This design comes from an exercise in tuning for small area on the open sky130 flow, not from production work. Only simulation tests tie the RTL to the original design; equivalence was not proved. Power figures rest on the tool's default switching activity, not on a simulated workload.

$ cat flow/constraint.sdc
create_clock -name core_clock -period 18.0 [get_ports {clk}]
set_input_delay 3.6000 -clock core_clock [delete_from_list [all_inputs] [get_ports {clk}]]
set_output_delay 3.6000 -clock core_clock [all_outputs]
set_load 0.01 [all_outputs]
$ cat flow/flow/run.sh
#!/bin/bash
# The standard layout (standard.sh), with two of its settings changed:
# ports buffered with buf_1, and a clock tree without dummy loads.
set -euo pipefail
export BUFFER_PORTS_ARGS="-buffer_cell sky130_fd_sc_hd__buf_1"
export CTS_ARGS="-sink_clustering_enable -repair_clock_nets -sink_clustering_size 9 -sink_clustering_max_diameter 35 -buf_list sky130_fd_sc_hd__clkbuf_4 -dont_use_dummy_load"
bash standard.sh finish > standard_flow.log 2>&1
$ cat flow/standard.sh
#!/bin/bash
# synth_recipe.tcl (not shown) runs the flow's synth.tcl, then flattens the netlist and writes it again
# the make line also repeats each setting of config.mk as NAME=value (left out here)
make -C /OpenROAD-flow-scripts/flow DESIGN_CONFIG=/design/flow/config.mk WORK_HOME=/design/flow/orfs CLKGATE_MAP_FILE= SYNTH_SCRIPT=/design/flow/synth_recipe.tcl "${@:-finish}"
$ cat flow/design.v
module vg63_loop_law (
    input  wire        clk,
    input  wire        rst,
    input  wire        cfg_we,
    input  wire [6:0]  cfg_addr,
    input  wire [31:0] cfg_wdata,
    input  wire        in_valid,
    output wire        in_ready,
    input  wire [31:0] in_e,
    input  wire [31:0] in_vn,
    input  wire [31:0] in_an,
    output reg         out_valid,
    output wire [31:0] out_y,
    output wire [31:0] out_ye,
    output reg         out_hi,
    output reg         out_lo,
    output reg         out_frozen
);
    localparam [3:0] ST_IDLE = 4'd0,
                     ST_FF   = 4'd1,
                     ST_FWD  = 4'd2,
                     ST_L1   = 4'd3,
                     ST_L2   = 4'd4,
                     ST_OW   = 4'd5,
                     ST_OP   = 4'd6,
                     ST_UW   = 4'd7,
                     ST_UPD  = 4'd8;
    reg  [4:0] ph;
    wire [2:0] p8 = ph[2:0];
    reg  [3:0] st;
    reg  [2:0] k;           
    reg  [6:0] c;           
    reg  [1:0] pass;        
    reg        pend;        
    reg  [6:0] adr;         
    reg  [2:0] nm1;         
    reg  [7:0] imask;
    assign in_ready = (st == ST_IDLE) && (ph == 5'd15);
    wire acc_cfg = in_ready && cfg_we;
    wire acc_smp = in_ready && in_valid;
    reg signed [30:0] E, W;
    reg signed [34:0] V;
    reg signed [35:0] A;
    reg  [1:0] psel,   n_psel;      
    reg  [3:0] dd,     n_dd;        
    reg        dfirst, n_dfirst;    
    reg        dstrm,  n_dstrm;     
    reg        dneg,   n_dneg;      
    reg        clrA,   n_clrA;
    reg        shift,  n_shift;
    reg        ldV,    n_ldV;       
    reg  [1:0] rndt,   n_rndt;      
    reg  [3:0] elo,    n_elo;       
    reg  [5:0] ehi,    n_ehi;       
    reg        rin;
    wire [37:0] erow = {ehi, 28'd0, elo};
    reg        pb0, pb1;
    always @(posedge clk) begin
        psel   <= n_psel;
        dd     <= n_dd;
        dfirst <= n_dfirst;
        dstrm  <= n_dstrm;
        dneg   <= n_dneg;
        clrA   <= n_clrA;
        shift  <= n_shift;
        ldV    <= n_ldV;
        rndt   <= n_rndt;
        elo    <= n_elo;
        ehi    <= n_ehi;
    end
    wire [30:0] P = (psel == 2'd0) ? E : (psel == 2'd1) ? V[30:0] : W;
    wire        pb = !dfirst && (dstrm ? pb1 : pb0);
    wire one0 = dd[0] ^ pb;
    wire two0 = (dd[1] & ~dd[0] & ~pb) | (~dd[1] & dd[0] & pb);
    wire s0   = (dd[1] ^ dneg) & (one0 | two0);
    wire one1 = dd[2] ^ dd[1];
    wire two1 = (dd[3] & ~dd[2] & ~dd[1]) | (~dd[3] & dd[2] & dd[1]);
    wire s1   = (dd[3] ^ dneg) & (one1 | two1);
    wire [31:0] Pe = {P[30], P};
    wire [31:0] P2 = {P, 1'b0};
    wire [31:0] r0 = (({32{one0}} & Pe) | ({32{two0}} & P2)) ^ {32{s0}};
    wire [31:0] r1 = (({32{one1}} & Pe) | ({32{two1}} & P2)) ^ {32{s1}};
    wire [35:0] ain = clrA ? 36'd0 : A;
    wire m_s1 = ain[0] ^ r0[0];
    wire m_c2 = ain[0] & r0[0];
    wire m_s3 = ain[2] ^ r0[2];
    wire m_c4 = ain[2] & r0[2];
    wire m_s5 = ain[3] ^ r0[3];
    wire m_c6 = ain[3] & r0[3];
    wire m_s7 = m_s1 ^ s0;
    wire m_c8 = m_s1 & s0;
    wire m_s9 = m_c2 ^ ain[1] ^ r0[1];
    wire m_c10 = (m_c2 & ain[1]) | (m_c2 & r0[1]) | (ain[1] & r0[1]);
    wire m_s11 = m_s3 ^ r1[0] ^ s1;
    wire m_c12 = (m_s3 & r1[0]) | (m_s3 & s1) | (r1[0] & s1);
    wire m_s13 = m_c4 ^ m_s5 ^ r1[1];
    wire m_c14 = (m_c4 & m_s5) | (m_c4 & r1[1]) | (m_s5 & r1[1]);
    wire m_s15 = m_c6 ^ ain[4] ^ r0[4];
    wire m_c16 = (m_c6 & ain[4]) | (m_c6 & r0[4]) | (ain[4] & r0[4]);
    wire m_s17 = ain[5] ^ r0[5];
    wire m_c18 = ain[5] & r0[5];
    wire m_s19 = ain[6] ^ r0[6];
    wire m_c20 = ain[6] & r0[6];
    wire m_s21 = ain[7] ^ r0[7];
    wire m_c22 = ain[7] & r0[7];
    wire m_s23 = ain[8] ^ r0[8];
    wire m_c24 = ain[8] & r0[8];
    wire m_s25 = ain[9] ^ r0[9];
    wire m_c26 = ain[9] & r0[9];
    wire m_s27 = ain[10] ^ r0[10];
    wire m_c28 = ain[10] & r0[10];
    wire m_s29 = ain[11] ^ r0[11];
    wire m_c30 = ain[11] & r0[11];
    wire m_s31 = ain[12] ^ r0[12];
    wire m_c32 = ain[12] & r0[12];
    wire m_s33 = ain[13] ^ r0[13];
    wire m_c34 = ain[13] & r0[13];
    wire m_s35 = ain[14] ^ r0[14];
    wire m_c36 = ain[14] & r0[14];
    wire m_s37 = ain[15] ^ r0[15];
    wire m_c38 = ain[15] & r0[15];
    wire m_s39 = ain[16] ^ r0[16];
    wire m_c40 = ain[16] & r0[16];
    wire m_s41 = ain[17] ^ r0[17];
    wire m_c42 = ain[17] & r0[17];
    wire m_s43 = ain[18] ^ r0[18];
    wire m_c44 = ain[18] & r0[18];
    wire m_s45 = ain[19] ^ r0[19];
    wire m_c46 = ain[19] & r0[19];
    wire m_s47 = ain[20] ^ r0[20];
    wire m_c48 = ain[20] & r0[20];
    wire m_s49 = ain[21] ^ r0[21];
    wire m_c50 = ain[21] & r0[21];
    wire m_s51 = ain[22] ^ r0[22];
    wire m_c52 = ain[22] & r0[22];
    wire m_s53 = ain[23] ^ r0[23];
    wire m_c54 = ain[23] & r0[23];
    wire m_s55 = ain[24] ^ r0[24];
    wire m_c56 = ain[24] & r0[24];
    wire m_s57 = ain[25] ^ r0[25];
    wire m_c58 = ain[25] & r0[25];
    wire m_s59 = ain[26] ^ r0[26];
    wire m_c60 = ain[26] & r0[26];
    wire m_s61 = ain[27] ^ r0[27];
    wire m_c62 = ain[27] & r0[27];
    wire m_s63 = ain[28] ^ r0[28];
    wire m_c64 = ain[28] & r0[28];
    wire m_s65 = ain[29] ^ r0[29];
    wire m_c66 = ain[29] & r0[29];
    wire m_s67 = ain[30] ^ r0[30];
    wire m_c68 = ain[30] & r0[30];
    wire m_s69 = ain[31] ^ ~r0[31] ^ r1[29];
    wire m_c70 = (ain[31] & ~r0[31]) | (ain[31] & r1[29]) | (~r0[31] & r1[29]);
    wire m_s71 = ain[32] ^ r1[30] ^ erow[32];
    wire m_c72 = (ain[32] & r1[30]) | (ain[32] & erow[32]) | (r1[30] & erow[32]);
    wire m_s73 = ain[33] ^ ~r1[31];
    wire m_c74 = ain[33] & ~r1[31];
    wire m_s75 = ain[34] ^ erow[34];
    wire m_c76 = ain[34] & erow[34];
    wire m_s77 = m_s7 ^ erow[0];
    wire m_c78 = m_s7 & erow[0];
    wire m_s79 = m_c8 ^ m_s9 ^ erow[1];
    wire m_c80 = (m_c8 & m_s9) | (m_c8 & erow[1]) | (m_s9 & erow[1]);
    wire m_s81 = m_c10 ^ m_s11 ^ erow[2];
    wire m_c82 = (m_c10 & m_s11) | (m_c10 & erow[2]) | (m_s11 & erow[2]);
    wire m_s83 = m_c12 ^ m_s13 ^ erow[3];
    wire m_c84 = (m_c12 & m_s13) | (m_c12 & erow[3]) | (m_s13 & erow[3]);
    wire m_s85 = m_c14 ^ m_s15 ^ r1[2];
    wire m_c86 = (m_c14 & m_s15) | (m_c14 & r1[2]) | (m_s15 & r1[2]);
    wire m_s87 = m_c16 ^ m_s17 ^ r1[3];
    wire m_c88 = (m_c16 & m_s17) | (m_c16 & r1[3]) | (m_s17 & r1[3]);
    wire m_s89 = m_c18 ^ m_s19 ^ r1[4];
    wire m_c90 = (m_c18 & m_s19) | (m_c18 & r1[4]) | (m_s19 & r1[4]);
    wire m_s91 = m_c20 ^ m_s21 ^ r1[5];
    wire m_c92 = (m_c20 & m_s21) | (m_c20 & r1[5]) | (m_s21 & r1[5]);
    wire m_s93 = m_c22 ^ m_s23 ^ r1[6];
    wire m_c94 = (m_c22 & m_s23) | (m_c22 & r1[6]) | (m_s23 & r1[6]);
    wire m_s95 = m_c24 ^ m_s25 ^ r1[7];
    wire m_c96 = (m_c24 & m_s25) | (m_c24 & r1[7]) | (m_s25 & r1[7]);
    wire m_s97 = m_c26 ^ m_s27 ^ r1[8];
    wire m_c98 = (m_c26 & m_s27) | (m_c26 & r1[8]) | (m_s27 & r1[8]);
    wire m_s99 = m_c28 ^ m_s29 ^ r1[9];
    wire m_c100 = (m_c28 & m_s29) | (m_c28 & r1[9]) | (m_s29 & r1[9]);
    wire m_s101 = m_c30 ^ m_s31 ^ r1[10];
    wire m_c102 = (m_c30 & m_s31) | (m_c30 & r1[10]) | (m_s31 & r1[10]);
    wire m_s103 = m_c32 ^ m_s33 ^ r1[11];
    wire m_c104 = (m_c32 & m_s33) | (m_c32 & r1[11]) | (m_s33 & r1[11]);
    wire m_s105 = m_c34 ^ m_s35 ^ r1[12];
    wire m_c106 = (m_c34 & m_s35) | (m_c34 & r1[12]) | (m_s35 & r1[12]);
    wire m_s107 = m_c36 ^ m_s37 ^ r1[13];
    wire m_c108 = (m_c36 & m_s37) | (m_c36 & r1[13]) | (m_s37 & r1[13]);
    wire m_s109 = m_c38 ^ m_s39 ^ r1[14];
    wire m_c110 = (m_c38 & m_s39) | (m_c38 & r1[14]) | (m_s39 & r1[14]);
    wire m_s111 = m_c40 ^ m_s41 ^ r1[15];
    wire m_c112 = (m_c40 & m_s41) | (m_c40 & r1[15]) | (m_s41 & r1[15]);
    wire m_s113 = m_c42 ^ m_s43 ^ r1[16];
    wire m_c114 = (m_c42 & m_s43) | (m_c42 & r1[16]) | (m_s43 & r1[16]);
    wire m_s115 = m_c44 ^ m_s45 ^ r1[17];
    wire m_c116 = (m_c44 & m_s45) | (m_c44 & r1[17]) | (m_s45 & r1[17]);
    wire m_s117 = m_c46 ^ m_s47 ^ r1[18];
    wire m_c118 = (m_c46 & m_s47) | (m_c46 & r1[18]) | (m_s47 & r1[18]);
    wire m_s119 = m_c48 ^ m_s49 ^ r1[19];
    wire m_c120 = (m_c48 & m_s49) | (m_c48 & r1[19]) | (m_s49 & r1[19]);
    wire m_s121 = m_c50 ^ m_s51 ^ r1[20];
    wire m_c122 = (m_c50 & m_s51) | (m_c50 & r1[20]) | (m_s51 & r1[20]);
    wire m_s123 = m_c52 ^ m_s53 ^ r1[21];
    wire m_c124 = (m_c52 & m_s53) | (m_c52 & r1[21]) | (m_s53 & r1[21]);
    wire m_s125 = m_c54 ^ m_s55 ^ r1[22];
    wire m_c126 = (m_c54 & m_s55) | (m_c54 & r1[22]) | (m_s55 & r1[22]);
    wire m_s127 = m_c56 ^ m_s57 ^ r1[23];
    wire m_c128 = (m_c56 & m_s57) | (m_c56 & r1[23]) | (m_s57 & r1[23]);
    wire m_s129 = m_c58 ^ m_s59 ^ r1[24];
    wire m_c130 = (m_c58 & m_s59) | (m_c58 & r1[24]) | (m_s59 & r1[24]);
    wire m_s131 = m_c60 ^ m_s61 ^ r1[25];
    wire m_c132 = (m_c60 & m_s61) | (m_c60 & r1[25]) | (m_s61 & r1[25]);
    wire m_s133 = m_c62 ^ m_s63 ^ r1[26];
    wire m_c134 = (m_c62 & m_s63) | (m_c62 & r1[26]) | (m_s63 & r1[26]);
    wire m_s135 = m_c64 ^ m_s65 ^ r1[27];
    wire m_c136 = (m_c64 & m_s65) | (m_c64 & r1[27]) | (m_s65 & r1[27]);
    wire m_s137 = m_c66 ^ m_s67 ^ r1[28];
    wire m_c138 = (m_c66 & m_s67) | (m_c66 & r1[28]) | (m_s67 & r1[28]);
    wire m_s139 = m_c68 ^ m_s69 ^ 1'b1;
    wire m_c140 = (m_c68 & m_s69) | (m_c68 & 1'b1) | (m_s69 & 1'b1);
    wire m_s141 = m_c70 ^ m_s71 ^ 1'b1;
    wire m_c142 = (m_c70 & m_s71) | (m_c70 & 1'b1) | (m_s71 & 1'b1);
    wire m_s143 = m_c72 ^ m_s73 ^ erow[33];
    wire m_c144 = (m_c72 & m_s73) | (m_c72 & erow[33]) | (m_s73 & erow[33]);
    wire m_s145 = m_c74 ^ m_s75 ^ 1'b1;
    wire m_c146 = (m_c74 & m_s75) | (m_c74 & 1'b1) | (m_s75 & 1'b1);
    wire m_s147 = m_c76 ^ ~ain[35] ^ erow[35];
    wire m_c148 = (m_c76 & ~ain[35]) | (m_c76 & erow[35]) | (~ain[35] & erow[35]);
    wire m_s149 = erow[36] ^ 1'b1;
    wire m_c150 = erow[36] & 1'b1;
    wire m_s151 = erow[37] ^ 1'b1;
    wire m_c152 = erow[37] & 1'b1;
    wire m_s153 = m_s77 ^ rin;
    wire m_c154 = m_s77 & rin;
    wire m_s155 = m_c78 ^ m_s79 ^ m_c154;
    wire m_c156 = (m_c78 & m_s79) | (m_c78 & m_c154) | (m_s79 & m_c154);
    wire m_s157 = m_c80 ^ m_s81 ^ m_c156;
    wire m_c158 = (m_c80 & m_s81) | (m_c80 & m_c156) | (m_s81 & m_c156);
    wire m_s159 = m_c82 ^ m_s83 ^ m_c158;
    wire m_c160 = (m_c82 & m_s83) | (m_c82 & m_c158) | (m_s83 & m_c158);
    wire m_s161 = m_c84 ^ m_s85 ^ m_c160;
    wire m_c162 = (m_c84 & m_s85) | (m_c84 & m_c160) | (m_s85 & m_c160);
    wire m_s163 = m_c86 ^ m_s87 ^ m_c162;
    wire m_c164 = (m_c86 & m_s87) | (m_c86 & m_c162) | (m_s87 & m_c162);
    wire m_s165 = m_c88 ^ m_s89 ^ m_c164;
    wire m_c166 = (m_c88 & m_s89) | (m_c88 & m_c164) | (m_s89 & m_c164);
    wire m_s167 = m_c90 ^ m_s91 ^ m_c166;
    wire m_c168 = (m_c90 & m_s91) | (m_c90 & m_c166) | (m_s91 & m_c166);
    wire m_s169 = m_c92 ^ m_s93 ^ m_c168;
    wire m_c170 = (m_c92 & m_s93) | (m_c92 & m_c168) | (m_s93 & m_c168);
    wire m_s171 = m_c94 ^ m_s95 ^ m_c170;
    wire m_c172 = (m_c94 & m_s95) | (m_c94 & m_c170) | (m_s95 & m_c170);
    wire m_s173 = m_c96 ^ m_s97 ^ m_c172;
    wire m_c174 = (m_c96 & m_s97) | (m_c96 & m_c172) | (m_s97 & m_c172);
    wire m_s175 = m_c98 ^ m_s99 ^ m_c174;
    wire m_c176 = (m_c98 & m_s99) | (m_c98 & m_c174) | (m_s99 & m_c174);
    wire m_s177 = m_c100 ^ m_s101 ^ m_c176;
    wire m_c178 = (m_c100 & m_s101) | (m_c100 & m_c176) | (m_s101 & m_c176);
    wire m_s179 = m_c102 ^ m_s103 ^ m_c178;
    wire m_c180 = (m_c102 & m_s103) | (m_c102 & m_c178) | (m_s103 & m_c178);
    wire m_s181 = m_c104 ^ m_s105 ^ m_c180;
    wire m_c182 = (m_c104 & m_s105) | (m_c104 & m_c180) | (m_s105 & m_c180);
    wire m_s183 = m_c106 ^ m_s107 ^ m_c182;
    wire m_c184 = (m_c106 & m_s107) | (m_c106 & m_c182) | (m_s107 & m_c182);
    wire m_s185 = m_c108 ^ m_s109 ^ m_c184;
    wire m_c186 = (m_c108 & m_s109) | (m_c108 & m_c184) | (m_s109 & m_c184);
    wire m_s187 = m_c110 ^ m_s111 ^ m_c186;
    wire m_c188 = (m_c110 & m_s111) | (m_c110 & m_c186) | (m_s111 & m_c186);
    wire m_s189 = m_c112 ^ m_s113 ^ m_c188;
    wire m_c190 = (m_c112 & m_s113) | (m_c112 & m_c188) | (m_s113 & m_c188);
    wire m_s191 = m_c114 ^ m_s115;
    wire m_c192 = m_c114 & m_s115;
    wire m_s193 = m_c116 ^ m_s117 ^ m_c192;
    wire m_c194 = (m_c116 & m_s117) | (m_c116 & m_c192) | (m_s117 & m_c192);
    wire m_s195 = m_c118 ^ m_s119 ^ m_c194;
    wire m_c196 = (m_c118 & m_s119) | (m_c118 & m_c194) | (m_s119 & m_c194);
    wire m_s197 = m_c120 ^ m_s121 ^ m_c196;
    wire m_c198 = (m_c120 & m_s121) | (m_c120 & m_c196) | (m_s121 & m_c196);
    wire m_s199 = m_c122 ^ m_s123 ^ m_c198;
    wire m_c200 = (m_c122 & m_s123) | (m_c122 & m_c198) | (m_s123 & m_c198);
    wire m_s201 = m_c124 ^ m_s125 ^ m_c200;
    wire m_c202 = (m_c124 & m_s125) | (m_c124 & m_c200) | (m_s125 & m_c200);
    wire m_s203 = m_c126 ^ m_s127 ^ m_c202;
    wire m_c204 = (m_c126 & m_s127) | (m_c126 & m_c202) | (m_s127 & m_c202);
    wire m_s205 = m_c128 ^ m_s129 ^ m_c204;
    wire m_c206 = (m_c128 & m_s129) | (m_c128 & m_c204) | (m_s129 & m_c204);
    wire m_s207 = m_c130 ^ m_s131 ^ m_c206;
    wire m_c208 = (m_c130 & m_s131) | (m_c130 & m_c206) | (m_s131 & m_c206);
    wire m_s209 = m_c132 ^ m_s133 ^ m_c208;
    wire m_c210 = (m_c132 & m_s133) | (m_c132 & m_c208) | (m_s133 & m_c208);
    wire m_s211 = m_c134 ^ m_s135 ^ m_c210;
    wire m_c212 = (m_c134 & m_s135) | (m_c134 & m_c210) | (m_s135 & m_c210);
    wire m_s213 = m_c136 ^ m_s137 ^ m_c212;
    wire m_c214 = (m_c136 & m_s137) | (m_c136 & m_c212) | (m_s137 & m_c212);
    wire m_s215 = m_c138 ^ m_s139 ^ m_c214;
    wire m_c216 = (m_c138 & m_s139) | (m_c138 & m_c214) | (m_s139 & m_c214);
    wire m_s217 = m_c140 ^ m_s141 ^ m_c216;
    wire m_c218 = (m_c140 & m_s141) | (m_c140 & m_c216) | (m_s141 & m_c216);
    wire m_s219 = m_c142 ^ m_s143 ^ m_c218;
    wire m_c220 = (m_c142 & m_s143) | (m_c142 & m_c218) | (m_s143 & m_c218);
    wire m_s221 = m_c144 ^ m_s145 ^ m_c220;
    wire m_c222 = (m_c144 & m_s145) | (m_c144 & m_c220) | (m_s145 & m_c220);
    wire m_s223 = m_c146 ^ m_s147 ^ m_c222;
    wire m_c224 = (m_c146 & m_s147) | (m_c146 & m_c222) | (m_s147 & m_c222);
    wire m_s225 = m_c148 ^ m_s149 ^ m_c224;
    wire m_c226 = (m_c148 & m_s149) | (m_c148 & m_c224) | (m_s149 & m_c224);
    wire m_s227 = m_c150 ^ m_s151 ^ m_c226;
    wire m_c228 = (m_c150 & m_s151) | (m_c150 & m_c226) | (m_s151 & m_c226);
    wire m_s229 = m_c114 ^ m_s115 ^ 1'b1;
    wire m_c230 = (m_c114 & m_s115) | (m_c114 & 1'b1) | (m_s115 & 1'b1);
    wire m_s231 = m_c116 ^ m_s117 ^ m_c230;
    wire m_c232 = (m_c116 & m_s117) | (m_c116 & m_c230) | (m_s117 & m_c230);
    wire m_s233 = m_c118 ^ m_s119 ^ m_c232;
    wire m_c234 = (m_c118 & m_s119) | (m_c118 & m_c232) | (m_s119 & m_c232);
    wire m_s235 = m_c120 ^ m_s121 ^ m_c234;
    wire m_c236 = (m_c120 & m_s121) | (m_c120 & m_c234) | (m_s121 & m_c234);
    wire m_s237 = m_c122 ^ m_s123 ^ m_c236;
    wire m_c238 = (m_c122 & m_s123) | (m_c122 & m_c236) | (m_s123 & m_c236);
    wire m_s239 = m_c124 ^ m_s125 ^ m_c238;
    wire m_c240 = (m_c124 & m_s125) | (m_c124 & m_c238) | (m_s125 & m_c238);
    wire m_s241 = m_c126 ^ m_s127 ^ m_c240;
    wire m_c242 = (m_c126 & m_s127) | (m_c126 & m_c240) | (m_s127 & m_c240);
    wire m_s243 = m_c128 ^ m_s129 ^ m_c242;
    wire m_c244 = (m_c128 & m_s129) | (m_c128 & m_c242) | (m_s129 & m_c242);
    wire m_s245 = m_c130 ^ m_s131 ^ m_c244;
    wire m_c246 = (m_c130 & m_s131) | (m_c130 & m_c244) | (m_s131 & m_c244);
    wire m_s247 = m_c132 ^ m_s133 ^ m_c246;
    wire m_c248 = (m_c132 & m_s133) | (m_c132 & m_c246) | (m_s133 & m_c246);
    wire m_s249 = m_c134 ^ m_s135 ^ m_c248;
    wire m_c250 = (m_c134 & m_s135) | (m_c134 & m_c248) | (m_s135 & m_c248);
    wire m_s251 = m_c136 ^ m_s137 ^ m_c250;
    wire m_c252 = (m_c136 & m_s137) | (m_c136 & m_c250) | (m_s137 & m_c250);
    wire m_s253 = m_c138 ^ m_s139 ^ m_c252;
    wire m_c254 = (m_c138 & m_s139) | (m_c138 & m_c252) | (m_s139 & m_c252);
    wire m_s255 = m_c140 ^ m_s141 ^ m_c254;
    wire m_c256 = (m_c140 & m_s141) | (m_c140 & m_c254) | (m_s141 & m_c254);
    wire m_s257 = m_c142 ^ m_s143 ^ m_c256;
    wire m_c258 = (m_c142 & m_s143) | (m_c142 & m_c256) | (m_s143 & m_c256);
    wire m_s259 = m_c144 ^ m_s145 ^ m_c258;
    wire m_c260 = (m_c144 & m_s145) | (m_c144 & m_c258) | (m_s145 & m_c258);
    wire m_s261 = m_c146 ^ m_s147 ^ m_c260;
    wire m_c262 = (m_c146 & m_s147) | (m_c146 & m_c260) | (m_s147 & m_c260);
    wire m_s263 = m_c148 ^ m_s149 ^ m_c262;
    wire m_c264 = (m_c148 & m_s149) | (m_c148 & m_c262) | (m_s149 & m_c262);
    wire m_s265 = m_c150 ^ m_s151 ^ m_c264;
    wire m_c266 = (m_c150 & m_s151) | (m_c150 & m_c264) | (m_s151 & m_c264);
    wire m_x267 = m_c190 ? m_s229 : m_s191;
    wire m_x268 = m_c190 ? m_s231 : m_s193;
    wire m_x269 = m_c190 ? m_s233 : m_s195;
    wire m_x270 = m_c190 ? m_s235 : m_s197;
    wire m_x271 = m_c190 ? m_s237 : m_s199;
    wire m_x272 = m_c190 ? m_s239 : m_s201;
    wire m_x273 = m_c190 ? m_s241 : m_s203;
    wire m_x274 = m_c190 ? m_s243 : m_s205;
    wire m_x275 = m_c190 ? m_s245 : m_s207;
    wire m_x276 = m_c190 ? m_s247 : m_s209;
    wire m_x277 = m_c190 ? m_s249 : m_s211;
    wire m_x278 = m_c190 ? m_s251 : m_s213;
    wire m_x279 = m_c190 ? m_s253 : m_s215;
    wire m_x280 = m_c190 ? m_s255 : m_s217;
    wire m_x281 = m_c190 ? m_s257 : m_s219;
    wire m_x282 = m_c190 ? m_s259 : m_s221;
    wire m_x283 = m_c190 ? m_s261 : m_s223;
    wire m_x284 = m_c190 ? m_s263 : m_s225;
    wire m_x285 = m_c190 ? m_s265 : m_s227;
    wire [37:0] m_sum = {m_x285, m_x284, m_x283, m_x282, m_x281, m_x280, m_x279, m_x278, m_x277, m_x276, m_x275, m_x274, m_x273, m_x272, m_x271, m_x270, m_x269, m_x268, m_x267, m_s189, m_s187, m_s185, m_s183, m_s181, m_s179, m_s177, m_s175, m_s173, m_s171, m_s169, m_s167, m_s165, m_s163, m_s161, m_s159, m_s157, m_s155, m_s153};
    wire [37:0] S = m_sum;
    wire [3:0] dout = S[3:0];
    always @(posedge clk) begin
        if (dstrm)
            pb1 <= dd[3];
        else
            pb0 <= dd[3];
    end
    function [30:0] sat31;
        input [37:0] v;
        begin
            if (v[37:30] != {8{v[37]}})
                sat31 = v[37] ? 31'h40000000 : 31'h3FFFFFFF;
            else
                sat31 = v[30:0];
        end
    endfunction
    wire [30:0] Ssat = sat31(S);
    always @(posedge clk)
        A <= shift ? {{2{S[37]}}, S[37:4]} : ldV ? {V[34], V} : S[35:0];
    wire [30:0] qb0, qb12, qa12;
    wire [62:0] qs1;
    wire [61:0] qs2;
    reg  [1:0] wcf;         
    wire       clr = pend && (adr == 7'h45);
    reg  [7:0] w1lo, w2lo;  
    reg        w1hi, w2hi;
    reg        frz;         
    genvar g;
    generate
        for (g = 0; g < 31; g = g + 1) begin : RB0
            localparam integer TR = g / 4;
            reg [7:0] r;
            always @(posedge clk) r <= {r[6:0], wcf[0] ? W[g] : r[7]};
            assign qb0[g] = r[(6 + TR) % 8];
        end
        for (g = 0; g < 31; g = g + 1) begin : RC
            localparam integer I = g / 4;
            reg [31:0] r;
            always @(posedge clk) r <= {r[30:0], wcf[1] ? W[g] : r[31]};
            assign qb12[g] = r[(14 + 2 * I) % 32];
            assign qa12[g] = r[(31 + 2 * I) % 32];
        end
        for (g = 0; g < 32; g = g + 1) begin : RS12L
            localparam integer I = g / 4;
            reg [15:0] r;
            wire we = clr || w1lo[I] || w2lo[I];
            always @(posedge clk) r <= {r[14:0], we ? dout[g % 4] : r[15]};
            assign qs1[g] = r[(13 - I) % 16];
            assign qs2[g] = r[6];
        end
        for (g = 32; g < 62; g = g + 1) begin : RS12H
            localparam integer I = (g - 32) / 4;
            reg [15:0] r;
            wire we = clr || w1hi || w2hi;
            always @(posedge clk) r <= {r[14:0], we ? A[g - 32] : r[15]};
            assign qs1[g] = r[(14 + I) % 16];
            assign qs2[g] = r[(7 + 2 * I) % 16];
        end
        if (1) begin : RS1T
            reg [7:0] r;
            wire we = clr || w1hi;
            always @(posedge clk) r <= {r[6:0], we ? A[30] : r[7]};
            assign qs1[62] = r[5];
        end
    endgenerate
    wire [3:0] b0d  [0:7];
    wire [3:0] b12d [0:7];
    wire [3:0] a12d [0:7];
    wire [3:0] s1ld [0:7];
    wire [3:0] s1hd [0:7];
    wire [3:0] s2ld [0:7];
    wire [3:0] s2hd [0:7];
    generate
        for (g = 0; g < 7; g = g + 1) begin : DG
            assign b0d[g]  = qb0[4*g+3:4*g];
            assign b12d[g] = qb12[4*g+3:4*g];
            assign a12d[g] = qa12[4*g+3:4*g];
            assign s1hd[g] = qs1[32+4*g+3:32+4*g];
            assign s2hd[g] = qs2[32+4*g+3:32+4*g];
        end
        for (g = 0; g < 8; g = g + 1) begin : DL
            assign s1ld[g] = qs1[4*g+3:4*g];
            assign s2ld[g] = qs2[4*g+3:4*g];
        end
    endgenerate
    assign b0d[7]  = {qb0[30], qb0[30:28]};
    assign b12d[7] = {qb12[30], qb12[30:28]};
    assign a12d[7] = {qa12[30], qa12[30:28]};
    assign s1hd[7] = {qs1[62], qs1[62:60]};
    assign s2hd[7] = {qs2[61], qs2[61], qs2[61:60]};
    wire [2:0] jo = p8 - 3'd3;            
    wire [2:0] esel = (pend && adr[6:1] == 6'b100000) ? ph[3:1] : jo;
    reg  [3:0] edig;
    always @* begin
        case (esel)
            3'd0: edig = W[3:0];
            3'd1: edig = W[7:4];
            3'd2: edig = W[11:8];
            3'd3: edig = W[15:12];
            3'd4: edig = W[19:16];
            3'd5: edig = W[23:20];
            3'd6: edig = W[27:24];
            default: edig = {W[30], W[30:28]};
        endcase
    end
    reg  [63:0] rk;
    wire wk = pend && (adr == {6'b100000, ph[0]});
    always @(posedge clk) rk <= {rk[59:0], wk ? edig : rk[63:60]};
    wire [3:0] kkd = rk[59:56];       
    reg  [31:0] rmin, rmax, rslw, rye;
    wire [3:0]  omn = rmin[31:28];
    wire [3:0]  omx = rmax[31:28];
    wire [3:0]  slw = rslw[31:28];
    wire [3:0]  yep = rye[31:28];
    wire        wye;
    wire [3:0]  yen;
    always @(posedge clk) begin
        rmin <= {rmin[27:0], (pend && adr == 7'h42) ? edig : omn};
        rmax <= {rmax[27:0], (pend && adr == 7'h43) ? edig : omx};
        rslw <= {rslw[27:0], (pend && adr == 7'h44) ? edig : slw};
        rye  <= {rye[27:0],  clr ? 4'd0 : wye ? yen : yep};
    end
    wire       in_step = (st == ST_FWD) || (st == ST_UPD);
    wire       dig_c   = in_step && (c[6:3] == 4'd0);         
    wire       rnd_c   = in_step && (c == 7'd8);
    wire       s1ph    = (c[6:4] == 3'd1);
    wire       s2ph    = (c[6:3] == 4'd5) || (c[6:3] == 4'd6);
    wire [2:0] pi      = s1ph ? c[3:1] : {~c[3], c[2:1]};           
    wire       pfirst  = !c[0];
    wire       in_pair = (st == ST_UPD) && (s1ph || s2ph);
    wire       kodd    = k[0];
    wire [1:0] rx = (st == ST_FWD) ? ((k == 3'd0) ? 2'd0 : 2'd2) : (kodd ? 2'd2 : 2'd0);
    wire [1:0] ry = kodd ? 2'd0 : 2'd2;
    wire [3:0] ph_n     = ph[3:0] + 4'd1;
    wire       n_step   = (st_n == ST_FWD) || (st_n == ST_UPD);
    wire       n_dig    = n_step && (c_n[6:3] == 4'd0);            
    wire       n_s1ph   = (c_n[6:4] == 3'd1);
    wire       n_s2ph   = (c_n[6:3] == 4'd5) || (c_n[6:3] == 4'd6);
    wire [2:0] n_pi     = n_s1ph ? c_n[3:1] : {~c_n[3], c_n[2:1]};
    wire       n_pfirst = !c_n[0];
    wire       n_pair   = (st_n == ST_UPD) && (n_s1ph || n_s2ph);
    wire [1:0] n_rx     = (st_n == ST_FWD) ? ((k_n == 3'd0) ? 2'd0 : 2'd2) :
                          (k_n[0] ? 2'd2 : 2'd0);
    wire [1:0] n_ry     = k_n[0] ? 2'd0 : 2'd2;
    wire [2:0] n_idx    = n_dig ? c_n[2:0] : n_pi;
    wire [7:0] n_oh     = 8'd1 << n_idx;
    wire       f_b0     = n_dig;
    wire       f_b12    = n_pair && n_pfirst;
    wire       f_a12    = n_pair && !n_pfirst;
    wire       f_s2     = n_pair && !n_pfirst && n_s1ph;
    reg  [3:0] dsel, esel_lo;
    reg  [5:0] esel_hi;
    integer    di;
    always @* begin
        dsel    = 4'd0;
        esel_lo = 4'd0;
        esel_hi = 6'd0;
        for (di = 0; di < 8; di = di + 1) begin
            dsel    = dsel | ({4{f_b0 && n_oh[di]}} & b0d[di])
                           | ({4{f_b12 && n_oh[di]}} & b12d[di])
                           | ({4{f_a12 && n_oh[di]}} & a12d[di]);
            esel_lo = esel_lo | ({4{f_b0 && n_oh[di]}} & s1ld[di])
                              | ({4{f_s2 && n_oh[di]}} & s2ld[di]);
            esel_hi = esel_hi | ({6{f_b0 && n_oh[di]}} & {(di == 7) ? {2{s1hd[di][3]}} : 2'b00, s1hd[di]})
                              | ({6{f_s2 && n_oh[di]}} & {(di == 7) ? {2{s2hd[di][3]}} : 2'b00, s2hd[di]});
        end
    end
    always @* begin
        n_psel   = 2'd2;
        n_dd     = 4'd0;
        n_dfirst = 1'b1;
        n_dstrm  = 1'b0;
        n_dneg   = 1'b0;
        n_clrA   = 1'b0;
        n_shift  = 1'b0;
        n_ldV    = 1'b0;
        n_rndt   = 2'd0;
        n_elo    = 4'd0;
        n_ehi    = 6'd0;
        if (st_n == ST_IDLE) begin
            n_clrA   = 1'b1;
        end else if (st_n == ST_FF) begin
            n_psel   = ph_n[0] ? 2'd2 : 2'd1;
            n_dd     = kkd;
            n_dfirst = (ph_n[3:1] == 3'd0);
            n_dstrm  = ph_n[0];
            n_clrA   = (ph_n == 4'd0);
            n_shift  = ph_n[0] && (ph_n != 4'd15);
        end else if (n_dig) begin
            n_psel   = n_rx;
            n_dd     = dsel;
            n_dfirst = (c_n == 7'd0);
            n_clrA   = (c_n == 7'd0);
            n_shift  = (c_n[2:0] != 3'd7);
            n_elo    = esel_lo;
            n_ehi    = esel_hi;
        end else if (n_pair) begin
            n_psel   = n_pfirst ? n_rx : n_ry;
            n_dd     = dsel;
            n_dfirst = (n_pi == 3'd0);
            n_dstrm  = !n_pfirst;
            n_dneg   = !n_pfirst;
            n_clrA   = n_pfirst && (n_pi == 3'd0);
            n_shift  = !n_pfirst;
            n_elo    = esel_lo;
            n_ehi    = esel_hi;
        end else if (st_n == ST_L1) begin
            n_psel   = 2'd2;
            n_dd     = 4'd1;
        end else if (st_n == ST_L2) begin
            n_rndt   = 2'd2;
        end
        if (n_step && c_n == 7'd8)
            n_rndt = 2'd1;
        if (st_n == ST_FWD && c_n == 7'd8 && k_n == nm1)
            n_ldV = 1'b1;
    end
    reg  b27, stk, fb27, fstk;
    always @* begin
        if (rndt[1])
            rin = fb27 && (!A[35] || fstk);
        else if (rndt[0])
            rin = b27 && (!A[35] || stk);
        else
            rin = 1'b0;
    end
    integer ii;
    always @* begin
        wcf = 2'd0;
        if (pend && !adr[6] && adr[5:3] == p8) begin
            wcf[0] = (adr[2:0] == 3'd0);
            case (adr[2:0])
                3'd1: wcf[1] = (ph[4:3] == adr[4:3]);
                3'd4: wcf[1] = (ph[4:3] == adr[4:3] + 2'd1);
                3'd3: wcf[1] = (ph[4:3] == adr[4:3] + 2'd2);
                3'd2: wcf[1] = (ph[4:3] == adr[4:3] + 2'd3);
                default: ;
            endcase
        end
        for (ii = 0; ii < 8; ii = ii + 1) begin
            w1lo[ii] = in_pair && !pfirst && s1ph && (pi == ii) && !frz;
            w2lo[ii] = in_pair && !pfirst && !s1ph && (pi == ii) && !frz;
        end
        w1hi = (st == ST_UPD) && (c == 7'd32) && !frz;
        w2hi = (st == ST_UPD) && (c == 7'd56) && !frz;
    end
    reg bnz, bsg, pfx, T, lzv, q0, q1;
    reg [2:0] lz;
    wire [30:0] PX = (rx == 2'd0) ? E : W;
    wire xnz = |PX;
    wire xs  = PX[30];
    wire pin = pfx ^ bsg;
    wire sgG = T ^ pin;
    wire gnz = !(lzv && (lz > k));
    wire [3:0] ydig = edig;
    reg cA, cB, cC, zA, zB, zD, zC, sgA, sgB, szr, spos, sneg;
    wire op    = (st == ST_OP);
    wire j0    = (jo == 3'd0);
    wire j7    = (jo == 3'd7);
    wire ltmin = sgA;
    wire lemin = sgA || !zA;
    wire gtmax = !sgB && zB;
    wire gemax = !sgB;
    wire [3:0] yl = ltmin ? omn : gtmax ? omx : ydig;
    wire [4:0] t1 = {1'b0, ydig} + {1'b0, ~omn} + {4'd0, j0 ? 1'b1 : cA};
    wire [4:0] t2 = {1'b0, ydig} + {1'b0, ~omx} + {4'd0, j0 ? 1'b1 : cB};
    wire [4:0] t3 = {1'b0, yl} + {1'b0, ~yep} + {4'd0, j0 ? 1'b1 : cA};
    wire [4:0] t4 = {1'b0, t3[3:0]} + {1'b0, ~slw} + {4'd0, j0 ? 1'b1 : cB};
    wire [4:0] t5 = {1'b0, t3[3:0]} + {1'b0, slw} + {4'd0, j0 ? 1'b0 : cC};
    wire [4:0] t6 = {1'b0, yep} + {1'b0, sneg ? ~slw : slw} + {4'd0, j0 ? sneg : cA};
    wire [3:0] yen0 = (spos || sneg) ? t6[3:0] : yl;
    assign     yen  = j7 ? {yen0[2], yen0[2:0]} : yen0;
    wire [4:0] t7 = {1'b0, yen} + {1'b0, ~yl} + {4'd0, j0 ? 1'b1 : cB};
    assign     wye  = op && (pass == 2'd2);
    wire gt_s = !(t3[3] ^ ~slw[3] ^ t4[4]) && (zD || (t4[3:0] != 4'd0));
    wire lt_s = t3[3] ^ slw[3] ^ t5[4];
    wire e_lt = t7[3];
    wire e_gt = !t7[3] && (zC || (t7[3:0] != 4'd0));
    wire hi_n = e_lt || gemax;
    wire lo_n = e_gt || lemin;
    reg [3:0] st_n;
    reg [2:0] k_n;
    reg [6:0] c_n;
    always @* begin
        st_n = st;
        k_n  = k;
        c_n  = c;
        case (st)
            ST_IDLE: begin
                if (acc_smp)
                    st_n = ST_FF;
            end
            ST_FF: begin
                if (ph == 5'd31) begin
                    st_n = ST_FWD;
                    k_n  = 3'd0;
                    c_n  = 7'd0;
                end
            end
            ST_FWD: begin
                if (c == 7'd8) begin
                    c_n = 7'd0;
                    if (k == nm1)
                        st_n = ST_L1;
                    else
                        k_n = k + 3'd1;
                end else
                    c_n = c + 7'd1;
            end
            ST_L1: st_n = ST_L2;
            ST_L2: st_n = (p8 == 3'd2) ? ST_OP : ST_OW;
            ST_OW: if (p8 == 3'd2) st_n = ST_OP;
            ST_OP: begin
                if (j7 && pass == 2'd2)
                    st_n = ST_UW;
            end
            ST_UW: begin
                if (ph == 5'd31) begin
                    st_n = ST_UPD;
                    k_n  = 3'd0;
                    c_n  = 7'd0;
                end
            end
            ST_UPD: begin
                if (c == 7'd72) begin
                    c_n = 7'd0;
                    if (k == nm1)
                        st_n = ST_IDLE;
                    else
                        k_n = k + 3'd1;
                end else
                    c_n = c + 7'd1;
            end
            default: st_n = ST_IDLE;
        endcase
        if (rst)
            st_n = ST_IDLE;
    end
    always @(posedge clk) begin
        st <= st_n;
        k  <= k_n;
        c  <= c_n;
        if (rst) begin
            ph        <= 4'd0;
            pend      <= 1'b0;
            out_valid <= 1'b0;
        end else begin
            ph        <= ph + 5'd1;
            out_valid <= (st == ST_OP) && j7 && (pass == 2'd2);
            if (acc_cfg)
                pend <= 1'b1;
            else if (ph == 5'd15)
                pend <= 1'b0;
        end
    end
    always @(posedge clk) begin
        if (acc_cfg) begin
            adr <= cfg_addr;
            if (cfg_addr == 7'h45) begin
                nm1   <= cfg_wdata[2:0] - 3'd1;
                imask <= cfg_wdata[15:8];
            end
        end
    end
    always @(posedge clk) begin
        if (acc_smp)
            E <= in_e[30:0];
        else if (st == ST_UPD && rnd_c && ry == 2'd0)
            E <= Ssat;
        if (acc_smp)
            V <= {{4{in_vn[30]}}, in_vn[30:0]};
        else if (st == ST_FF && ph[3:0] == 4'd15)
            V <= S[34:0];
        if (acc_cfg)
            W <= cfg_wdata[30:0];
        else if (acc_smp)
            W <= in_an[30:0];
        else if ((st == ST_FWD && rnd_c) || st == ST_L2 ||
                 (st == ST_UPD && rnd_c && ry == 2'd2))
            W <= Ssat;
    end
    always @(posedge clk) begin
        if (dig_c && c[2:0] != 3'd7) begin
            if (c[2:0] == 3'd6) begin
                b27 <= dout[3];
                stk <= stk || (dout[2:0] != 3'd0);
            end else
                stk <= ((c[2:0] != 3'd0) && stk) || (dout != 4'd0);
        end
        if (st == ST_FF && ph[0] && ph[3:1] != 3'd7) begin
            if (ph[3:1] == 3'd6) begin
                fb27 <= dout[3];
                fstk <= fstk || (dout[2:0] != 3'd0);
            end else
                fstk <= ((ph[3:1] != 3'd0) && fstk) || (dout != 4'd0);
        end
    end
    always @(posedge clk) begin
        if (dig_c) begin
            bnz <= ((c[2:0] != 3'd0) && bnz) || (dd != 4'd0);
            if (c[2:0] == 3'd7)
                bsg <= dd[3];
        end
        if (st == ST_FF) begin
            pfx <= 1'b0;
            lzv <= 1'b0;
            q0  <= 1'b0;
            q1  <= 1'b0;
        end else if (st == ST_FWD && rnd_c) begin
            pfx <= pin;
            if (k == nm1)
                T <= pin;
            if (!bnz) begin
                lz  <= k;
                lzv <= 1'b1;
            end
            if (imask[k] && xnz) begin
                if (xs ^ pin) begin
                    q1 <= 1'b1;
                    q0 <= bnz && q0;
                end else begin
                    q0 <= 1'b1;
                    q1 <= bnz && q1;
                end
            end else if (!bnz) begin
                q0 <= 1'b0;
                q1 <= 1'b0;
            end
        end else if (st == ST_UW) begin
            pfx <= 1'b0;
        end else if (st == ST_UPD && rnd_c) begin
            pfx <= pin;
            frz <= imask[k] && gnz && xnz &&
                   ((out_hi && !(sgG ^ xs)) || (out_lo && (sgG ^ xs)));
        end
    end
    always @(posedge clk) begin
        if (st == ST_L2)
            pass <= 2'd0;
        else if (op && j7)
            pass <= pass + 2'd1;
        if (op) begin
            case (pass)
                2'd0: begin
                    cA  <= t1[4];
                    cB  <= t2[4];
                    zA  <= (!j0 && zA) || (t1[3:0] != 4'd0);
                    zB  <= (!j0 && zB) || (t2[3:0] != 4'd0);
                    szr <= (!j0 && szr) || (slw != 4'd0);
                    if (j7) begin
                        sgA <= t1[3];
                        sgB <= t2[3];
                    end
                end
                2'd1: begin
                    cA <= t3[4];
                    cB <= t4[4];
                    cC <= t5[4];
                    zD <= (!j0 && zD) || (t4[3:0] != 4'd0);
                    if (j7) begin
                        sneg <= szr && lt_s;
                        spos <= szr && !lt_s && gt_s;
                    end
                end
                default: begin
                    cA <= t6[4];
                    cB <= t7[4];
                    zC <= (!j0 && zC) || (t7[3:0] != 4'd0);
                    if (j7) begin
                        out_hi     <= hi_n;
                        out_lo     <= lo_n;
                        out_frozen <= (hi_n && (T ? q1 : q0)) || (lo_n && (T ? q0 : q1));
                    end
                end
            endcase
        end
    end
    assign out_y  = {W[30], W};
    assign out_ye = {rye[3:0], rye[7:4], rye[11:8], rye[15:12],
                     rye[19:16], rye[23:20], rye[27:24], rye[31:28]};
endmodule
$ cat flow/config.mk
export PLATFORM = sky130hd
export DESIGN_NAME = vg63_loop_law
export DESIGN_NICKNAME = vg63_loop_law
export VERILOG_FILES = /design/flow/design.v
export SDC_FILE = /design/flow/constraint.sdc
export NUM_CORES = 8
export LEC_CHECK = 0
export ABC_AREA = 1
export CAP_MARGIN = 20
export CORE_MARGIN = 2
export CORE_UTILIZATION = 75
export CTS_BUF_LIST = sky130_fd_sc_hd__clkbuf_8
export CTS_CLUSTER_DIAMETER = 50
export CTS_CLUSTER_SIZE = 16
export PLACE_DENSITY = 0.82
export SLEW_MARGIN = 20
==> summary.txt, run 1 <==
Global route
  – Global route overflow: 0
  – Initial antenna violation count: 12
  – First-pass GRT wire length: approximately 250000 microns
  – GRT Util Overall: 0.3696
  – Via count of the first global-routing pass: 40744
  – Pin count of the biggest net entering global routing: 81

Hold path
  – Tightest Hold Check Type: reg -> reg
  – Worst hold path startpoint: RS12H[34].r[5]
  – Hold EP: RS12H[34].r[6]
  – Hold Crit Depth: 0

Yosys
  – Count of cell types in the netlist: 70
  – Post-Syn Nets: about 5500
  – Number of synthesized flops with an enable pin: between 100 and 150
  – Async set-reset flop share out of synthesis: 0
  – Mapped Area: between 0.06 and 0.07 sq mm
  – Top cells by area, synth: dfxtp_1 (73%), edfxtp_1 (6.2%), nand2_1 (3.0%), inv_1 (2.0%), fa_1 (1.9%)
  – Synth Register Bits: ~2700
  – Top-area cell type share of the netlist area: 0.7292
  – Mean Syn Cell Area: roughly 13 sq um
  – Seq/Total Area, Yosys: 0.7914
  – Yosys warning total: 1
  – Post-synth top flop: dfxtp_1
  – Cells after synthesis: 5233
  – Dominant cell type by area after synthesis: dfxtp_1

Clocking
  – Num CTS Buffers: between 300 and 400
  – Clock slew at reported path FFs: about 0.10 ns
  – Root buf cell: clkbuf_4
  – H-tree Lvls: 5
  – Longest Clk Path Bufs: 4
  – Hold_buf cts: 0
  – Clock latency on the worst-skew pair: 1.32 ns
  – Setup bufs post-CTS: 0
  – CTS tree: built
  – CTS sink count: ~2700
  – Resized cells post-CTS: 0

Timing
  – Tmin final: between 10 and 15 ns
  – Slew headroom: 0.2031
  – RSZ-0062 raised after global routing: no
  – Final setup violation count: 0
  – Worst Skew: around 0.17 ns
  – Final setup margin: approximately 3.2 ns
  – Final Hold Vio Count: 0
  – Crit share post-route: 0.8213
  – Fmax: approximately 68 MHz
  – Hold slack final: roughly 0.24 ns
  – Final slew viol count: 0
  – Setup tns final: 0 ns
  – Worst-Margin Slew: 1.195 ns

Placed design
  – Place WS: roughly 3.4 ns
  – Placed inst area: 0.07118 sq mm
  – Post-DP HPWL: between 100000 and 150000 microns
  – IO Port Bufs: roughly 200
  – GP Congestion: approximately 0.98

Route
  – Via/cell ratio: roughly 5.7
  – Final WL: about 170000 microns
  – Final ANT Viol Nets: 0
  – Routed via count: 39710
  – Routed len/inst: roughly 25 microns
  – DRT iter0 DRCs: roughly 4200
  – Remaining DRCs: 0
  – 1st-pass router iterations: 8

Final layout
  – Layout cells sized above 1: 0.09459
  – Seq. cell area: 0.05470 sq mm
  – Synth-to-Final Area Change: 6.923%
  – Final net count: between 6000 and 7000
  – Area of the multi-input gates: around 0.012 sq mm
  – Fill cell count: between 4000 and 5000
  – Finished Cell Area: 0.07391 sq mm

Die
  – Die area: 0.09461 sq mm
  – Core ar.: 0.09152 sq mm
  – Num ports: roughly 210
  – Die X: approximately 300 microns
  – Initial cell density of the core: 0.7553
  – Row count: approximately 110
  – Die Span Y: 307.6 microns

Setup path
  – Setup CP Type: reg -> reg
  – Setup slack, reg-to-reg: roughly 3.2 ns
  – Worst path required time: 19.01 ns
  – Worst r2r dst: W[15]
  – Arrival @ worst endpoint: 15.80 ns
  – Worst-path fanout max: 60
  – RR Startpoint: psel[1]
  – Largest stage delay, worst path: 0.63 ns
  – CP Capture Type: flip-flop
  – Crit start category: flip-flop
  – Reg2Reg Depth: 45
  – Cell mode on critical path: fa_1
  – CP max-delay cell: o21ai_0

Pwr
  – Static Leak: about 30 nW
  – Peak supply drop: slightly below 0.0002 V
  – Pwr dens: 132.1 mW/mm^2

Outcome
  – Status: no timing/DRC/antenna violations

Job
  – Max cap viols: 0
-- kinds of logic (layout without fill, tap and decap cells) --
group | after synthesis | count (layout) | synth area share
flops | 2661 | 2661 | 0.7914
simple gates | 1130 | 1130 | 0.07182
compound gates | 637 | 637 | 0.05662
buf+inv | 537 | 1013 | 0.02997
fa+ha+maj | 165 | 165 | 0.03714
xor+xnor | 102 | 102 | 0.01292
mux | 1 | 1 | 0.0001629
other cells | 0 | 18 | 0
-- report_power, final --
group	internal, mW	leakage, nW	switching (mW)
combinational	0.266	7.51	0.710
sequential	6.05	21.6	0.0306
clock	0.917	1.65	1.79
-- final cells by class --
class / instances / area share
flip-flops and latches: 2661 / 0.7401
multi-input cells: 2035 / 0.1677
clock buffers: 358 / 0.03636
inverters: 417 / 0.02125
well taps: 1186 / 0.02008
repair buffers: 238 / 0.01386
diodes: 18 / 0.0006094
-- worst max path at each step --
stage            end  startpoint  cells past startpoint
2_1_floorplan   W[0]       dstrm                     51
3_3_place_gp   W[10]     psel[1]                     42
3_5_place_dp   W[19]     psel[1]                     42
4_1_cts        W[15]     psel[1]                     45
5_1_grt        W[15]       dstrm                     55
6_report       W[15]     psel[1]                     45
-- registers in the layout, indices dropped and copies added (netlist names), 7 cells and up --
| register | cells |
|---|---|
| V | 35 |
| RC.r | 992 |
| RS12H.r | 480 |
| W | 31 |
| RS1T.r | 8 |
| rmin | 32 |
| adr | 7 |
| A | 36 |
| RB0.r | 248 |
| imask | 8 |
| rye | 32 |
| c | 7 |
| E | 31 |
| RS12L.r | 512 |
| rmax | 32 |
| rk | 64 |
| rslw | 32 |
-- cell usage after synthesis, drive strengths merged (27+ instances only) --
master,instances
or2,44
nor2,270
o221ai,27
edfxtp,143
nand2,555
clkbuf,91
o22ai,78
inv,407
buf,29
a22oi,35
nand4,30
nand3,184
ha,98
o21ai,231
fa,67
a21oi,159
dfxtp,2518
xor2,85
-- layout by cell type, fill, tap and decap left out, drive strengths merged, types with 4 or more instances in the layout --
cell,instances
nor2,270
a21oi,159
a2111oi,7
o21ai,231
clkinv,10
inv,407
fa,67
nand2,555
dfxtp,2518
o221ai,27
o22ai,78
a221oi,21
o211ai,11
a22oi,35
a31oi,5
nand4,30
clkbuf,358
diode,18
or2,44
nor3,24
xnor2,17
buf,238
nor4,12
o2111ai,4
a32o,11
nand3b,4
a22o,14
ha,98
nand3,184
edfxtp,143
a211oi,9
xor2,85
-- per-stage QoR --
stage | cells | util | total power, mW
2_1_floorplan | 5233 | - | 6.849
3_3_place_gp | 6537 | 0.7777 | 7.060
3_5_place_dp | 6537 | 0.7777 | 7.127
4_1_cts | 6895 | 0.8071 | 9.739
5_1_grt | 6907 | 0.8074 | 10.09
6_report | 6913 | 0.8076 | 9.767
-- per-layer routing --
metal	track usage	part of all wire
met1	0.4775	0.39
met2	0.5654	0.45
met3	0.09944	0.11
met4	0.2161	0.061
met5	0	0.00050
-- critical path, delay by kind of cell (launching register included) --
family | cells | cell delay (ns)
fa+ha+maj | 20 | 9.14
flops | 1 | 0.49
simple gates | 11 | 1.39
buf+inv | 10 | 2.37
compound gates | 3 | 0.88
xor+xnor | 1 | 0.20
==> run 2, diff against run 1 <==
--- a/flow/design.v
+++ b/flow/design.v
@@ -580,8 +580,10 @@
         end else if (st_n == ST_L2) begin
             n_rndt   = 2'd2;
         end
-        if (n_step && c_n == 7'd8)
+        if (n_step && c_n == 7'd8) begin
             n_rndt = 2'd1;
+            n_psel = n_rx;
+        end
         if (st_n == ST_FWD && c_n == 7'd8 && k_n == nm1)
             n_ldV = 1'b1;
     end
@@ -616,38 +618,32 @@
     end
     reg bnz, bsg, pfx, T, lzv, q0, q1;
     reg [2:0] lz;
-    wire [30:0] PX = (rx == 2'd0) ? E : W;
-    wire xnz = |PX;
-    wire xs  = PX[30];
+    wire xnz = |P;           
+    wire xs  = P[30];
     wire pin = pfx ^ bsg;
     wire sgG = T ^ pin;
     wire gnz = !(lzv && (lz > k));
     wire [3:0] ydig = edig;
-    reg cA, cB, cC, zA, zB, zD, zC, sgA, sgB, szr, spos, sneg;
+    reg cA, cB, cC, sgA, sgB, szr, spos, sneg;
     wire op    = (st == ST_OP);
     wire j0    = (jo == 3'd0);
     wire j7    = (jo == 3'd7);
-    wire ltmin = sgA;
-    wire lemin = sgA || !zA;
-    wire gtmax = !sgB && zB;
+    wire lemin = sgA;
     wire gemax = !sgB;
-    wire [3:0] yl = ltmin ? omn : gtmax ? omx : ydig;
-    wire [4:0] t1 = {1'b0, ydig} + {1'b0, ~omn} + {4'd0, j0 ? 1'b1 : cA};
+    wire [3:0] yl = lemin ? omn : gemax ? omx : ydig;
+    wire [4:0] t1 = {1'b0, ydig} + {1'b0, ~omn} + {4'd0, !j0 && cA};
     wire [4:0] t2 = {1'b0, ydig} + {1'b0, ~omx} + {4'd0, j0 ? 1'b1 : cB};
     wire [4:0] t3 = {1'b0, yl} + {1'b0, ~yep} + {4'd0, j0 ? 1'b1 : cA};
-    wire [4:0] t4 = {1'b0, t3[3:0]} + {1'b0, ~slw} + {4'd0, j0 ? 1'b1 : cB};
+    wire [4:0] t4 = {1'b0, t3[3:0]} + {1'b0, ~slw} + {4'd0, !j0 && cB};
     wire [4:0] t5 = {1'b0, t3[3:0]} + {1'b0, slw} + {4'd0, j0 ? 1'b0 : cC};
     wire [4:0] t6 = {1'b0, yep} + {1'b0, sneg ? ~slw : slw} + {4'd0, j0 ? sneg : cA};
     wire [3:0] yen0 = (spos || sneg) ? t6[3:0] : yl;
     assign     yen  = j7 ? {yen0[2], yen0[2:0]} : yen0;
-    wire [4:0] t7 = {1'b0, yen} + {1'b0, ~yl} + {4'd0, j0 ? 1'b1 : cB};
     assign     wye  = op && (pass == 2'd2);
-    wire gt_s = !(t3[3] ^ ~slw[3] ^ t4[4]) && (zD || (t4[3:0] != 4'd0));
+    wire gt_s = !(t3[3] ^ ~slw[3] ^ t4[4]);      
     wire lt_s = t3[3] ^ slw[3] ^ t5[4];
-    wire e_lt = t7[3];
-    wire e_gt = !t7[3] && (zC || (t7[3:0] != 4'd0));
-    wire hi_n = e_lt || gemax;
-    wire lo_n = e_gt || lemin;
+    wire hi_n = spos || gemax;
+    wire lo_n = sneg || lemin;
     reg [3:0] st_n;
     reg [2:0] k_n;
     reg [6:0] c_n;
@@ -814,8 +810,6 @@
                 2'd0: begin
                     cA  <= t1[4];
                     cB  <= t2[4];
-                    zA  <= (!j0 && zA) || (t1[3:0] != 4'd0);
-                    zB  <= (!j0 && zB) || (t2[3:0] != 4'd0);
                     szr <= (!j0 && szr) || (slw != 4'd0);
                     if (j7) begin
                         sgA <= t1[3];
@@ -826,7 +820,6 @@
                     cA <= t3[4];
                     cB <= t4[4];
                     cC <= t5[4];
-                    zD <= (!j0 && zD) || (t4[3:0] != 4'd0);
                     if (j7) begin
                         sneg <= szr && lt_s;
                         spos <= szr && !lt_s && gt_s;
@@ -834,8 +827,6 @@
                 end
                 default: begin
                     cA <= t6[4];
-                    cB <= t7[4];
-                    zC <= (!j0 && zC) || (t7[3:0] != 4'd0);
                     if (j7) begin
                         out_hi     <= hi_n;
                         out_lo     <= lo_n;
==> flow/flow/run.sh (replaced) <==
#!/bin/bash
# The standard layout (standard.sh), with two of its settings changed:
# ports buffered with buf_1, and a clock tree without dummy loads.
set -euo pipefail
export BUFFER_PORTS_ARGS="-buffer_cell sky130_fd_sc_hd__buf_1"
export CTS_ARGS="-sink_clustering_enable -repair_clock_nets -sink_clustering_size 16 -sink_clustering_max_diameter 50 -buf_list sky130_fd_sc_hd__clkbuf_8 -dont_use_dummy_load"
bash standard.sh finish > standard_flow.log 2>&1
--- a/flow/config.mk
+++ b/flow/config.mk
@@ -8,9 +8,9 @@
 export ABC_AREA = 1
 export CAP_MARGIN = 20
 export CORE_MARGIN = 2
-export CORE_UTILIZATION = 75
+export CORE_UTILIZATION = 65
 export CTS_BUF_LIST = sky130_fd_sc_hd__clkbuf_8
 export CTS_CLUSTER_DIAMETER = 50
 export CTS_CLUSTER_SIZE = 16
-export PLACE_DENSITY = 0.82
+export PLACE_DENSITY = 0.72
 export SLEW_MARGIN = 20
==> run 2 against run 1 <==
Clock skew is 0.030 ns lower. Fmax decreased by 0.74%. Sequential share of layout area is 0.072 points higher. Die area grew 14%. Utilization is 11 points lower. Critical endpoint is now W[12]. Worst setup slack worse by 0.11 ns. Critical path depth shrank 3. Cell area fell by 0.32%. Highest routed layer unchanged. Via count decreased by 8.8%. First-iteration DRC count decreased by 21%.
==> summary.txt, run 2 <==
Yosys
  – Seq/Total Area, Yosys: 0.7959 (+0.004543)
  – Mean Syn Cell Area: 13.24 sq um (+0.25%)
  – Post-Syn Nets: 5473 (-1.2%)
  – Count of cell types in the netlist: 63 (-10%)
  – Synth Register Bits: 2657 (-0.15%)
  – Async set-reset flop share out of synthesis: 0 (unchanged)
  – Mapped Area: 0.06858 sq mm (-0.79%)
  – Yosys warning total: 1 (unchanged)
  – Number of synthesized flops with an enable pin: 139 (-2.8%)
  – Dominant cell type by area after synthesis: dfxtp_1
  – Top cells by area, synth: dfxtp_1 (74%), edfxtp_1 (6.1%), nand2_1 (3.0%), inv_1 (2.0%), ha_1 (1.8%)
  – Most frequent cells after synthesis: dfxtp_1 (2518), nand2_1 (554), inv_1 (366), o21ai_0 (221), nor2_1 (206)
  – Most frequent cell after synthesis: dfxtp_1
  – Cells after synthesis: 5179 (-1.0%)
  – Post-synth top flop: dfxtp_1
  – Top-area cell type share of the netlist area: 0.7350 (+0.005801)

Clocking
  – CTS sink count: 2657 (-0.15%)
  – Hold_buf cts: 0 (unchanged)
  – Longest Clk Path Bufs: 3 (-1)
  – CTS tree: built
  – H-tree Lvls: 4 (-1)
  – Num CTS Buffers: 197 (-45%)
  – Clock latency on the worst-skew pair: 0.93 ns (-0.39 ns)
  – Setup bufs post-CTS: 0 (unchanged)
  – Clock slew at reported path FFs: 0.09 ns (about the same)
  – Root buf cell: clkbuf_8
  – Resized cells post-CTS: 0 (unchanged)

Final layout
  – Max reg flops: 992 (unchanged)
  – Final net count: 5796 (-3.6%)
  – Biggest regs: RC.r (992), RS12L.r (512), RS12H.r (480)
  – Synth-to-Final Area Change: 7.431%
  – Util after Layout: 0.7019 (-0.1057)
  – Reg with most FFs: RC.r
  – Fill cell count: 7202 (+48%)
  – Most frequent cells in the layout: dfxtp_1 (2518), nand2_1 (553), inv_1 (366)
  – Most common cell after layout, fill and taps aside: dfxtp_1
  – Layout cells sized above 1: 0.06745 (-0.02713)

Route
  – Remaining DRCs: 0 (unchanged)
  – Via/cell ratio: 5.249 (-8.6%)
  – Routed via count: 36213 (-8.8%)
  – Final ANT Viol Nets: 0 (unchanged)
  – Routed len/inst: 22.06 microns (-12%)
  – Final WL: 152200 microns (-12%)
  – DRT iter0 DRCs: 3319 (-21%)
  – 1st-pass router iterations: 8 (unchanged)

Setup path
  – Worst path required time: 18.59 ns (-0.42 ns)
  – Worst-path fanout max: 39 (-35%)
  – CP Capture Type: flip-flop
  – Crit start category: flip-flop
  – Cell mode on critical path: fa_1
  – Setup CP Type: reg -> reg
  – Largest stage delay, worst path: 0.70 ns (+0.07 ns)
  – Crit path max-delay family: adder cells
  – CP bufs+invs: 8 (-2)
  – Arrival @ worst endpoint: 15.49 ns (-0.31 ns)
  – CP max-delay cell: nand2_2

Timing
  – Setup tns final: 0 ns (unchanged)
  – Tmin final: 14.89 ns (+0.1109 ns)
  – Fmax: 67.14 MHz (-0.74%)
  – Slew headroom: 0.1947 (-0.008464)
  – RSZ-0062 raised after global routing: no
  – Final slew viol count: 0 (unchanged)
  – Final setup violation count: 0 (unchanged)
  – Crit share post-route: 0.8275 (+0.006161)
  – Final Hold Vio Count: 0 (unchanged)
  – Worst-Margin Slew: 1.207 ns (+0.01140 ns)
  – Worst Skew: 0.1366 ns (-0.02960 ns)

Job
  – Max cap viols: 0 (unchanged)

Pwr
  – Net Sw Power: 2.274 mW (-10%)
  – P_int: 7.239 mW (about the same)
  – Switch share: 0.2390 (-0.01998)
  – Comb power frac: 0.085 (-0.015)
  – Pwr dens: 129.1 mW/mm^2 (-2.3%)
  – Static Leak: 30.44 nW (-0.96%)
  – Sequential power share: 0.637 (+0.014)
  – Clock power share: 0.278 (about the same)
  – Peak supply drop: 0.0001299 V (-34%)

Global route
  – Pin count of the biggest net entering global routing: 84 (+3.7%)
  – Via count of the first global-routing pass: 34787 (-15%)
  – Initial antenna violation count: 16 (+4)
  – GRT Util Overall: 0.2828 (-0.08678)
  – First-pass GRT wire length: 220500 microns (-13%)
  – Global route overflow: 0 (unchanged)

Placed design
  – Post-DP HPWL: 108900 microns (-8.6%)
  – IO Port Bufs: 203 (unchanged)
  – GP Congestion: 0.9373 (-4.4%)

Die
  – Core ar.: 0.1050 sq mm (+15%)
  – Num ports: 208 (unchanged)
  – Initial cell density of the core: 0.6533 (-0.1019)
  – Die Span Y: 328.8 microns (+6.9%)
  – Row count: 119 (+7.2%)
  – Die X: 328.8 microns (+6.9%)
  – Die area: 0.1081 sq mm (+14%)

Hold path
  – Tightest Hold Check Type: reg -> reg

Outcome
  – Status: no timing/DRC/antenna violations
[run 2: final cells by class]
type | instances | area [sq um] | area share
Antenna cell | 8 | 20.02 | 0.0002717
Tap cell | 1391 | 1740 | 0.02362
Clock buffer | 197 | 2711 | 0.03680
Inverter | 402 | 1530 | 0.02077
Sequential cell | 2657 | 54580 | 0.7408
Timing Repair Buffer | 237 | 1017 | 0.01381
Multi-Input combinational cell | 2007 | 12070 | 0.1639
[run 2: kinds of logic after synthesis]
| kind of cell | Yosys count | synth area share |
|---|---|---|
| adder cells (fa/ha/maj) | 155 | 0.03474 |
| AO/OA/AOI/OAI | 639 | 0.05546 |
| buffers and inverters | 515 | 0.02899 |
| AND/OR/NAND/NOR | 1113 | 0.07208 |
| flip-flops | 2657 | 0.7959 |
| XOR/XNOR | 98 | 0.01252 |
| multiplexers | 2 | 0.0003102 |
[run 2: metal layers]
layer | share of wire | vias to the layer above | track usage
li1 | - | 17244 | -
met1 | 0.45 | 17351 | 0.4054
met2 | 0.43 | 1351 | 0.4214
met3 | 0.091 | 261 | 0.07490
met4 | 0.029 | 6 | 0.09053
met5 | 0.00025 | - | 0
[run 2: power by group through the flow]
stage               combinational [mW]  clock, mW  sequential (mW)
finish                           0.811       2.64             6.06
detailed placement               0.793          0             6.20
CTS                              0.796       2.69             6.06
global placement                 0.784          0             6.20
global route                     0.888       2.91             6.07
floorplan                        0.557          0             6.18
[run 2: worst register-to-register path, delay by kind of cell (launching register included)]
family / cells / cell delay (ns)
buffers and inverters: 8 / 1.68
XOR/XNOR: 2 / 0.62
flip-flops: 1 / 0.47
AND/OR/NAND/NOR: 8 / 1.58
AO/OA/AOI/OAI: 4 / 1.19
adder cells (fa/ha/maj): 20 / 9.12
[run 2: through the flow]
stage / power, mW / cell area, sq um / setup slack [ns] / hold WS (ns) / cells
after floorplan: 6.741 / 68580 / 5.328 / 0.3096 / 5179
after global placement: 6.981 / 70940 / 3.431 / 0.3095 / 6693
after detailed placement: 6.991 / 70940 / 3.325 / 0.3121 / 6693
after CTS: 9.548 / 73650 / 3.262 / 0.1904 / 6890
after global routing: 9.862 / 73660 / 2.595 / 0.1928 / 6893
final: 9.513 / 73680 / 3.105 / 0.2081 / 6899
[run 2: worst paths after layout]
check / cells past startpoint / startpoint / slack, ns / to
setup / recovery: 42 / psel[1] / 3.11 / W[12]
hold / removal: 0 / RS1T.r[0] / 0.21 / RS1T.r[1]
setup reg to reg: 42 / psel[1] / 3.11 / W[12]
hold reg to reg: 0 / RS1T.r[0] / 0.21 / RS1T.r[1]

==> re-timing with driven ports <==
How much do the figures lean on ideal ports? The routed layouts below were timed once more, with nothing changed but the port constraints.
Step 1, drivers: a clkbuf_16 drives clk and a buf_2 each remaining input, both assumed.
Step 2 times the ports against the registers' clock, not the clock port: input delays grow and output delays shrink by t, the midpoint of the rising clock arrivals with the driver on.
a / b / c = no drivers / after step 1 / after step 2; a / b = the first two.
run | t (ns) | slack for setup (ns) | latest minus earliest clock arrival (ns) | worst register clock-pin slew, ns
run 1 | 1.308 | 3.216 / 3.216 / 3.216 | 0.167 / 0.167 | 0.12 / 0.12
run 2 | 0.931 | 3.105 / 3.105 / 3.105 | 0.139 / 0.139 | 0.10 / 0.10
After both steps setup and hold are still met in every run listed.
